What follows belongs to an exercise in optimizing a design on an open flow for small area, a short achievable clock period and few clock cycles per item; a production flow would make more cautious choices. Function was checked by simulation only, so behaviour that the tests miss may differ from the original. No activity file was given, so power comes from the tool's default toggle rates.

==> flow/design.v (excerpt) <==
module fpdivsqrt (
    input  wire        clk,
    input  wire        rst,      
    input  wire        start,    
    input  wire        op,       
    input  wire [31:0] a,
    input  wire [31:0] b,
    output wire        ready,
    output reg         done,
    output reg  [31:0] result,
    output reg  [4:0]  flags
);
Settings: LEC_CHECK=0, ABC_CLOCK_PERIOD_IN_PS=2500, CAP_MARGIN=20, CORE_MARGIN=2, CORE_UTILIZATION=60, SETUP_SLACK_MARGIN=2.5, SLEW_MARGIN=20; clock period 5.0 ns.
run.sh (not shown) runs the stock make flow with config.mk's settings and CLKGATE_MAP_FILE= SYNTH_SCRIPT=/design/flow/synth_recipe.tcl, a recipe that flattens the netlist after the stock synthesis.
The baseline passed the timing, design-rule and antenna checks.
Testbench counts at the start, summed over its fixed seeds: cycles 162,076, ops 12,000.
==> next run, changes <==
==> flow/flow/run.sh (new file) <==
#!/bin/bash
# The standard layout (the standard.sh) with these changes:
#  - port buffers are the smallest buffer, sky130_fd_sc_hd__buf_1, which the
#    resizer may still upsize where timing or slew needs it;
#  - clock tree synthesis builds the tree from small clock buffers and
#    inserts no dummy loads.
# make's full output goes to run_make.log in this folder; ORFS's own per-step
# logs are under orfs/logs/.
set -euo pipefail
bash standard.sh \
  "BUFFER_PORTS_ARGS=-buffer_cell sky130_fd_sc_hd__buf_1" \
  "CTS_ARGS=-sink_clustering_enable -repair_clock_nets -dont_use_dummy_load -buf_list {sky130_fd_sc_hd__clkbuf_2 sky130_fd_sc_hd__clkbuf_4 sky130_fd_sc_hd__clkbuf_8}" \
  finish > run_make.log 2>&1
==> flow/standard.sh (new file) <==
#!/bin/bash
# synth_recipe.tcl (not shown) runs the flow's synth.tcl, then flattens the netlist and writes it again
# the make line also repeats each setting of config.mk as NAME=value (left out here)
make -C /OpenROAD-flow-scripts/flow DESIGN_CONFIG=/design/flow/config.mk WORK_HOME=/design/flow/orfs CLKGATE_MAP_FILE= SYNTH_SCRIPT=/design/flow/synth_recipe.tcl "${@:-finish}"
--- a/flow/config.mk
+++ b/flow/config.mk
@@ -7,7 +7,7 @@
 export LEC_CHECK = 0
-export ABC_CLOCK_PERIOD_IN_PS = 2500
+export ABC_AREA = 1
 export CAP_MARGIN = 20
 export CORE_MARGIN = 2
-export CORE_UTILIZATION = 60
-export SETUP_SLACK_MARGIN = 2.5
+export CORE_UTILIZATION = 40
+export SETUP_SLACK_MARGIN = 1.7
 export SLEW_MARGIN = 20
removed: flow/run.sh
What happened:
- flip-flop and latch count is unchanged
- global-route usage decreases by 15 points
- non-clock buffer count decreases by 58
- power decreases by 14%
==> next run, changes <==
--- a/flow/config.mk
+++ b/flow/config.mk
@@ -10,4 +10,4 @@
 export CORE_MARGIN = 2
-export CORE_UTILIZATION = 40
-export SETUP_SLACK_MARGIN = 1.7
+export CORE_UTILIZATION = 60
+export SETUP_SLACK_MARGIN = 1.5
 export SLEW_MARGIN = 20
The changed run went through all stages and came out clean. Cell area goes down by 4.4%. Die area shrinks by 33%. Critical path depth climbs by 16. Setup slack got worse by 0.21 ns.
==> next run, changes <==
==> flow/run.sh (new file) <==
#!/bin/bash
# synth_recipe.tcl (not shown) runs the flow's synth.tcl, then flattens the netlist and writes it again
# the make line also repeats each setting of config.mk as NAME=value (left out here)
make -C /OpenROAD-flow-scripts/flow DESIGN_CONFIG=/design/flow/config.mk WORK_HOME=/design/flow/orfs CLKGATE_MAP_FILE= SYNTH_SCRIPT=/design/flow/synth_recipe.tcl finish
--- a/flow/config.mk
+++ b/flow/config.mk
@@ -7,3 +7,3 @@
 export LEC_CHECK = 0
-export ABC_AREA = 1
+export ABC_CLOCK_PERIOD_IN_PS = 2500
 export CAP_MARGIN = 20
removed: flow/flow/run.sh
removed: flow/standard.sh
Result: Cell area climbs by 5.1%; worst hold slack improves by 0.016 ns; first-iteration DRC count drops by 26%; via count drops by 16%; total power climbs by 16%; core utilization climbs by 12 points; synthesized cell count drops by 32%; critical path depth drops by 7; wire length drops by 3.9%; register-to-register slack degrades by 0.34 ns.
==> next run, changes <==
--- a/flow/config.mk
+++ b/flow/config.mk
@@ -10,3 +10,3 @@
 export CORE_MARGIN = 2
-export CORE_UTILIZATION = 60
+export CORE_UTILIZATION = 40
 export SETUP_SLACK_MARGIN = 1.5
The new run passed the timing, design-rule and antenna checks.
Non-clock buffer count is lower by 9.
Cell area shrinks by 1.0%.
Wire length falls by 3.3%.
Synthesized area is unchanged.
Clock power rose by about 7%.
Power goes down by 5.8%.
Register-to-register slack gains 0.09 ns.
Global-route usage drops by 12 points.
Sequential cell count is unchanged.
Setup slack improved by 0.092 ns.
==> next run, changes <==
==> flow/flow/run.sh (new file) <==
#!/bin/bash
# The standard layout (the standard.sh) with these changes:
#  - port buffers are the smallest buffer, sky130_fd_sc_hd__buf_1, which the
#    resizer may still upsize where timing or slew needs it;
#  - clock tree synthesis builds the tree from small clock buffers and
#    inserts no dummy loads.
# make's full output goes to run_make.log in this folder; ORFS's own per-step
# logs are under orfs/logs/.
set -euo pipefail
bash standard.sh \
  "BUFFER_PORTS_ARGS=-buffer_cell sky130_fd_sc_hd__buf_1" \
  "CTS_ARGS=-sink_clustering_enable -repair_clock_nets -dont_use_dummy_load -buf_list {sky130_fd_sc_hd__clkbuf_2 sky130_fd_sc_hd__clkbuf_4 sky130_fd_sc_hd__clkbuf_8}" \
  finish > run_make.log 2>&1
==> flow/standard.sh (new file) <==
#!/bin/bash
# synth_recipe.tcl (not shown) runs the flow's synth.tcl, then flattens the netlist and writes it again
# the make line also repeats each setting of config.mk as NAME=value (left out here)
make -C /OpenROAD-flow-scripts/flow DESIGN_CONFIG=/design/flow/config.mk WORK_HOME=/design/flow/orfs CLKGATE_MAP_FILE= SYNTH_SCRIPT=/design/flow/synth_recipe.tcl "${@:-finish}"
--- a/flow/config.mk
+++ b/flow/config.mk
@@ -7,3 +7,3 @@
 export LEC_CHECK = 0
-export ABC_CLOCK_PERIOD_IN_PS = 2500
+export ABC_AREA = 1
 export CAP_MARGIN = 20
@@ -11,2 +11,3 @@
 export CORE_UTILIZATION = 40
+export PLACE_DENSITY = 0.8
 export SETUP_SLACK_MARGIN = 1.5
removed: flow/run.sh
The new run passed the timing, design-rule and antenna checks.
Wire length climbs by 7.5%.
Combinational power climbs by about 2%.
Global-route usage drops by 0.59 points.
Critical path depth climbs by 3.
Power drops by 7.7%.
Sequential power drops by about 3%.

==> separate check: timing with driven ports <==
The flow's constraints put no driver on any port. The routed layouts listed below were extracted and timed again, unchanged, in two steps.
Step 1 (the two cells are an assumption about what drives the block):
set clk [get_ports {clk}]
set_driving_cell -lib_cell sky130_fd_sc_hd__clkbuf_16 $clk
set_driving_cell -lib_cell sky130_fd_sc_hd__buf_2 [delete_from_list [all_inputs] $clk]
Step 2 times the ports against the registers' clock, not the clock port: input delays grow and output delays shrink by t, the midpoint of the rising clock arrivals with the driver on.
Slacks: ideal ports / drivers / drivers and shift; pairs: ideal ports / drivers.
run | shift t [ns] | setup WS [ns] | hold slack, ns | worst setup path at the end | worst slew at a driven data input, ns
the first run | 0.485 | 1.301 / 1.301 / 1.301 | 0.470 / 0.470 / 0.470 | register to register | 0.19
the second run | 0.522 | 1.797 / 1.750 / 1.616 | 0.410 / 0.410 / 0.410 | input to register | 0.05
the third run | 0.487 | 1.587 / 1.587 / 1.499 | 0.430 / 0.430 / 0.430 | input to register | 0.06
the fourth run | 0.480 | 1.245 / 1.245 / 1.233 | 0.446 / 0.446 / 0.446 | input to register | 0.08
the fifth run | 0.482 | 1.337 / 1.337 / 1.263 | 0.451 / 0.451 / 0.451 | input to register | 0.04
the sixth run | 0.512 | 1.672 / 1.672 / 1.580 | 0.421 / 0.421 / 0.421 | input to register | 0.04
After both steps setup and hold are still met in every run listed. For the second run, which loses most, drivers alone change the setup slack by -0.047 ns; drivers and shift together by -0.181 ns.
